What follows belongs to an exercise in optimizing a design on an open flow for small area, a short achievable clock period and few clock cycles per item; a production flow would make more cautious choices. Only the layout flow was run in this run; the RTL was not checked for function there.

$ cat flow/constraint.sdc
create_clock -name core_clock -period 28.0 [get_ports {clk}]
set_input_delay 5.6000 -clock core_clock [delete_from_list [all_inputs] [get_ports {clk}]]
set_output_delay 5.6000 -clock core_clock [all_outputs]
set_load 0.01 [all_outputs]
$ cat flow/config.mk
export PLATFORM = sky130hd
export DESIGN_NAME = mx_quant
export DESIGN_NICKNAME = mx_quant
export VERILOG_FILES = /design/flow/design.v
export SDC_FILE = /design/flow/constraint.sdc
export NUM_CORES = 4
export LEC_CHECK = 0
export CAP_MARGIN = 20
export CORE_MARGIN = 2
export CORE_UTILIZATION = 40
export SLEW_MARGIN = 20
$ cat flow/design.v
module mx_quant (
    input  wire        clk,
    input  wire        rst,
    input  wire        in_valid,
    output wire        in_ready,
    input  wire [31:0] in_data,
    input  wire [15:0] in_rand,
    input  wire [3:0]  in_fmt,
    input  wire [1:0]  in_rmode,
    output wire        out_valid,
    input  wire        out_ready,
    output reg  [7:0]  out_elem,
    output reg  [7:0]  out_scale,
    output wire        out_last
);
    localparam [3:0] FMT_E4M3 = 4'h4;
    localparam [3:0] FMT_E5M2 = 4'h5;
    localparam [3:0] FMT_E3M2 = 4'h6;
    localparam [3:0] FMT_E2M3 = 4'h7;
    localparam [3:0] FMT_E2M1 = 4'h8;
    localparam [3:0] FMT_INT8 = 4'hC;
    localparam [1:0] RM_RNE  = 2'd0;
    localparam [1:0] RM_RTZ  = 2'd1;
    localparam [1:0] RM_STOC = 2'd2;
    reg [31:0] buf_data [0:31];
    reg [15:0] buf_rand [0:31];
    reg        draining;     
    reg [4:0]  idx;          
    reg [3:0]  fmt;
    reg [1:0]  rmode;
    reg [30:0] amax;         
    reg        special;      
    assign in_ready  = !draining;
    assign out_valid = draining;
    assign out_last  = draining && (idx == 5'd31);
    wire in_fire  = in_valid && in_ready;
    wire out_fire = out_valid && out_ready;
    wire [30:0] in_mag     = in_data[30:0];
    wire        in_special = (in_data[30:23] == 8'hFF);
    always @(posedge clk) begin
        if (in_fire) begin
            buf_data[idx] <= in_data;
            buf_rand[idx] <= in_rand;
        end
    end
    always @(posedge clk) begin
        if (rst) begin
            draining <= 1'b0;
            idx      <= 5'd0;
            fmt      <= FMT_E4M3;
            rmode    <= RM_RNE;
            amax     <= 31'd0;
            special  <= 1'b0;
        end else if (!draining) begin
            if (in_fire) begin
                if (idx == 5'd0) begin
                    fmt     <= in_fmt;
                    rmode   <= in_rmode;
                    amax    <= in_mag;
                    special <= in_special;
                end else begin
                    if (in_mag > amax)
                        amax <= in_mag;
                    if (in_special)
                        special <= 1'b1;
                end
                idx <= idx + 5'd1;
                if (idx == 5'd31)
                    draining <= 1'b1;
            end
        end else begin
            if (out_fire) begin
                idx <= idx + 5'd1;
                if (idx == 5'd31)
                    draining <= 1'b0;
            end
        end
    end
    reg signed [5:0] p_emax;     
    reg signed [5:0] p_emin;     
    reg        [2:0] p_mbits;    
    reg        [7:0] p_maxcode;  
    reg              p_int;      
    always @(*) begin
        p_int = 1'b0;
        case (fmt)
            FMT_E4M3: begin p_emax = 6'sd8;  p_emin = -6'sd6;  p_mbits = 3'd3; p_maxcode = 8'h7E; end
            FMT_E5M2: begin p_emax = 6'sd15; p_emin = -6'sd14; p_mbits = 3'd2; p_maxcode = 8'h7B; end
            FMT_E3M2: begin p_emax = 6'sd4;  p_emin = -6'sd2;  p_mbits = 3'd2; p_maxcode = 8'h1F; end
            FMT_E2M3: begin p_emax = 6'sd2;  p_emin = 6'sd0;   p_mbits = 3'd3; p_maxcode = 8'h1F; end
            FMT_E2M1: begin p_emax = 6'sd2;  p_emin = 6'sd0;   p_mbits = 3'd1; p_maxcode = 8'h07; end
            FMT_INT8: begin p_emax = 6'sd0;  p_emin = 6'sd0;   p_mbits = 3'd6; p_maxcode = 8'h7F; p_int = 1'b1; end
            default:  begin p_emax = 6'sd8;  p_emin = -6'sd6;  p_mbits = 3'd3; p_maxcode = 8'h7E; end
        endcase
    end
    function [4:0] lead_pos;
        input [22:0] f;
        integer i;
        begin
            lead_pos = 5'd0;
            for (i = 0; i < 23; i = i + 1)
                if (f[i])
                    lead_pos = i[4:0];
        end
    endfunction
    wire        amax_zero = (amax == 31'd0);
    wire signed [10:0] amax_log2 =
        (amax[30:23] != 8'd0) ? $signed({3'b000, amax[30:23]}) - 11'sd127
                              : $signed({6'b000000, lead_pos(amax[22:0])}) - 11'sd149;
    wire signed [10:0] scale_raw = amax_log2 - $signed({{5{p_emax[5]}}, p_emax}) + 11'sd127;
    wire        [7:0]  scale_clamped = (scale_raw < 11'sd0)   ? 8'h00 :
                                       (scale_raw > 11'sd254) ? 8'hFE :
                                       scale_raw[7:0];
    wire signed [10:0] sexp = $signed({3'b000, scale_clamped}) - 11'sd127;
    always @(*) begin
        if (special)
            out_scale = 8'hFF;
        else if (amax_zero)
            out_scale = 8'h00;
        else
            out_scale = scale_clamped;
    end
    wire [31:0] x     = buf_data[idx];
    wire [15:0] rnd   = buf_rand[idx];
    wire        x_s   = x[31];
    wire [7:0]  x_e   = x[30:23];
    wire [22:0] x_f   = x[22:0];
    wire [4:0]  x_lp  = lead_pos(x_f);
    wire [4:0]  x_lz  = 5'd22 - x_lp;
    wire [23:0] m     = (x_e != 8'd0) ? {1'b1, x_f} : ({1'b0, x_f} << (x_lz + 5'd1));
    wire signed [10:0] e_x = (x_e != 8'd0) ? $signed({3'b000, x_e}) - 11'sd127
                                           : -11'sd127 - $signed({6'b000000, x_lz});
    wire signed [10:0] e_q = e_x - sexp;
    wire signed [10:0] emin_w = {{5{p_emin[5]}}, p_emin};
    wire signed [10:0] sub_extra = (e_q < emin_w) ? (emin_w - e_q) : 11'sd0;
    wire signed [10:0] sh_full   = 11'sd23 - $signed({8'd0, p_mbits}) + sub_extra;
    wire        [5:0]  sh        = (sh_full > 11'sd40) ? 6'd40 : sh_full[5:0];
    wire [87:0] w      = {m, 64'd0} >> sh;
    wire [23:0] n      = w[87:64];
    wire [15:0] d      = w[63:48];      
    wire        rbit   = w[63];
    wire        sticky = |w[62:0];
    reg round_up;
    always @(*) begin
        case (rmode)
            RM_RTZ:  round_up = 1'b0;
            RM_STOC: round_up = (d > rnd);
            default: round_up = rbit & (sticky | n[0]);
        endcase
    end
    wire [23:0] n_r = n + {23'd0, round_up};
    wire signed [10:0] ebias = (e_q > emin_w) ? (e_q - emin_w) : 11'sd0;
    wire [31:0] code_raw = ({21'd0, ebias[10:0]} << p_mbits) + {8'd0, n_r};
    wire [8:0]  int_lim  = x_s ? 9'd128 : 9'd127;
    wire [7:0]  code_fp  = (code_raw > {24'd0, p_maxcode}) ? p_maxcode : code_raw[7:0];
    wire [8:0]  mag_int  = (code_raw > {23'd0, int_lim})   ? int_lim   : code_raw[8:0];
    wire [8:0]  neg_int  = 9'd0 - mag_int;
    always @(*) begin
        if (special || amax_zero) begin
            out_elem = 8'h00;
        end else if (p_int) begin
            out_elem = x_s ? neg_int[7:0] : mag_int[7:0];
        end else begin
            case (fmt)
                FMT_E3M2, FMT_E2M3: out_elem = {2'b00, x_s, code_fp[4:0]};
                FMT_E2M1:           out_elem = {4'b0000, x_s, code_fp[2:0]};
                default:            out_elem = {x_s, code_fp[6:0]};
            endcase
        end
    end
endmodule
$ cat flow/run.sh
#!/bin/bash
# synth_recipe.tcl (not shown) runs the flow's synth.tcl, then flattens the netlist and writes it again
# the make line also repeats each setting of config.mk as NAME=value (left out here)
make -C /OpenROAD-flow-scripts/flow DESIGN_CONFIG=/design/flow/config.mk WORK_HOME=/design/flow/orfs CLKGATE_MAP_FILE= SYNTH_SCRIPT=/design/flow/synth_recipe.tcl finish
==> summary.txt <==
- Die ar.: roughly 190000 um2
- Die Y: 430.6 um
- Clock transition at path regs: 60 ps
- Clk_skew: 32.02 ps
- CP max-delay cell: clkdlybuf4s50_1
- Drt wl/cell: 28.92 um
- Setup slack, reg-to-reg: between 20000 and 25000 ps
- Most frequent CP cell: o21ai_0
- Initial antenna violation count: 3
- Final net count: ~5000
- Setup CP Type: reg2out
- Synth Area per Inst: between 15 and 20 um2
- Commonest cells after routing, fill and taps aside: edfxtp_1, mux4_2, nor2_1
- Yosys reg bits: 1585
- Synthesized area: 72810 um2
- Post-synthesis sequential area ratio: 0.6470
- Post-DP HPWL: approximately 130 mm
- CORE AREA: 180700 um2
- DRC: 0
- CP max FO: 27
- Post-route minimum period: about 26000 ps
- Routability cong.: ~0.95
- Multi-input logic area: 24510 um2
- Worst-Skew Late Latency: 820 ps
- CTS tree: built
- First-pass GRT wire length: slightly above 300 mm
- Max-slew violations: 0
- Post-synth ARST share: 0
- Area grow syn2layout: 13.71%
- Hold buffers post-CTS: 0
- Max-cap violations: 0
- Placed Area: approximately 77000 um2
- CTS Root Cell: clkbuf_16
- Peak Freq: 37.88 MHz
- Post-synth EDFFs: 1536
- Clock H-tree levels: 4
- Synth area leader: edfxtp_1
- Ys flop type: edfxtp_1
- Vias in the first global route: approximately 43000
- CTS Sinks: 1585
- Worst Path Arrival: 20800 ps
- Register area: 47120 um2
- Design Area, Final: 82800 um2
- Status: complete, no violations
- DRT iter0 DRCs: approximately 5600
- Startpoint types: register
- Gr ovfl total: 0
- DR WL met3: 15.58 mm
- Min Hold Slack: 495.8 ps
- Yosys warns: 1
- Largest cells by area after synthesis: edfxtp_1, mux4_2, mux2i_1
- Total Wirelength: between 200 and 250 mm
- Critical path's largest stage delay: between 500 and 600 ps
- Detail Route Antenna Nets: 0
- PortBufs: between 70 and 80
- Post-Syn Instances: 4684
- Largest net degree at the start of global routing: 111
- Share of cells above drive strength 1: 0.1900
- Chip Width: around 430 um
- Std cell rows: 156
- Placed insts: 7072
- I/O pin total: 77
- Post-synth top area share: 0.6335
- Final Hold Viols: 0
- Highest routed layer: met4
- Netlist cell types: 118
- Hold Crit Class: reg2reg
- Setup TNS: 0 ps
- WL met2: 99.83 mm
- Initial core utilization: 0.4028
- Tcrit/Tclk final: 0.9430
- Fill count: 15650
- Metal-1 WL: 92.38 mm
- Worst path required time: 22400 ps
- Via-per-instance ratio: 6.036
- Worst Max-Slew Pin Slew: 1123 ps
- CTS buffer count: ~160
- Endpoint type of the worst setup path: output port
- Setup violators final: 0
- Worst slew margin: 0.2514
- Clk buf depth: 3
- Fin cells: 7383
- First-pass DRT Iterations: 7
- Total number of vias: 44570
- Gr usage total: 0.2276
- Most common cell after layout, fill and taps aside: edfxtp_1
[synthesized netlist by cell type (all sizes together), types with 34 or more instances]
| cell type | n |
|---|---|
| a211oi | 50 |
| a21o | 38 |
| a21oi | 202 |
| a22oi | 98 |
| buf | 118 |
| clkbuf | 120 |
| dfxtp | 49 |
| edfxtp | 1536 |
| ha | 138 |
| inv | 123 |
| mux2i | 295 |
| mux4 | 328 |
| nand2 | 232 |
| nand2b | 34 |
| nand3 | 90 |
| nand4 | 38 |
| nor2 | 338 |
| nor3 | 95 |
| nor4 | 39 |
| o21ai | 134 |
| xnor2 | 38 |
[worst max-delay path: cells and delay by family (launching register included)]
family / cells / cell delay, ps
AO/OA/AOI/OAI: 50 / 9040
XOR/XNOR: 4 / 580
adder cells (fa/ha/maj): 10 / 3060
buffers and inverters: 9 / 1470
flip-flops: 1 / 320
AND/OR/NAND/NOR: 27 / 5460
[logic make-up after synthesis]
group                      synth area share
DFF                                  0.6470
and+or+nand+nor                     0.06841
other                            0.00005150
muxes                                0.1460
xor gates and xnor gates           0.007939
AOI/OAI and AO/OA                   0.08130
buffers and inverters               0.02397
adders and majority gates           0.02536
[through the flow]
stage                     setup slack, ps  utilization
after floorplan                      2738            -
after global routing               -108.0       0.4581
after CTS                           34.46       0.4562
final                                1597       0.4581
after detailed placement            112.9       0.4269
after global placement              613.7       0.4265
[sequential cells by signal, summed over array words and instances (netlist names), named ones only]
| signal | cells |
|---|---|
| amax | 31 |
| buf_data | 1024 |
| buf_rand | 512 |
| draining | 1 |
| fmt | 4 |
| idx | 5 |
| rmode | 2 |
| special | 1 |
[layer usage]
| layer | global-route usage | vias to the layer above |
|---|---|---|
| li1 | - | 19190 |
| met1 | 0.3303 | 23060 |
| met2 | 0.3618 | 1981 |
| met3 | 0.03068 | 334 |
| met4 | 0.05971 | 0 |
| met5 | 0 | - |
[cell type report]
cell class              count  share of cell area
multi-input cells        2734              0.2961
inverters                 128            0.005879
diodes                      2          0.00006045
repair buffers            273             0.02980
well taps                2370             0.03582
flip-flops and latches   1585              0.5691
clock buffers             197             0.05002
clock inverters            94             0.01325
[what timing repair did]
action                     4_1_cts  5_1_grt
buffers inserted                 0       15
resized for setup               15       56
setup endpoints to repair        6        8
pin swaps                        0       18
gates cloned                     0        1
[worst paths after layout]
kind,startpoint,endpoint,cells after the start
min,rmode[0]$_SDFFE_PP0P_,rmode[0]$_SDFFE_PP0P_,2
min reg2reg,rmode[0]$_SDFFE_PP0P_,rmode[0]$_SDFFE_PP0P_,2
max reg2reg,amax[1]$_SDFFE_PP0P_,amax[7]$_SDFFE_PP0P_,20
max,amax[2]$_SDFFE_PP0P_,out_elem[2],100

[afterwards: timing with drivers on the ports]
In the flow no input, the clock included, has a driving cell. The finished layout below was timed again as built, in two steps.
Step 1 (the two cells are an assumption about what drives the block):
set clk [get_ports {clk}]
set_driving_cell -lib_cell sky130_fd_sc_hd__clkbuf_16 $clk
set_driving_cell -lib_cell sky130_fd_sc_hd__buf_2 [delete_from_list [all_inputs] $clk]
Step 2 also shifts input and output timing later by t, the mid clock arrival at the registers, as if the neighbouring blocks saw the same clock.
Three values: ideal, step 1, step 2; two values: the first two.
t, ns: 0.891
slack for setup (ns): 1.597 / 1.514 / 2.404
worst data-port slew with drivers (ns): 0.09
After both steps this run still meets setup and hold. For this run, drivers alone change the setup slack by -0.083 ns; drivers and shift together by +0.807 ns.
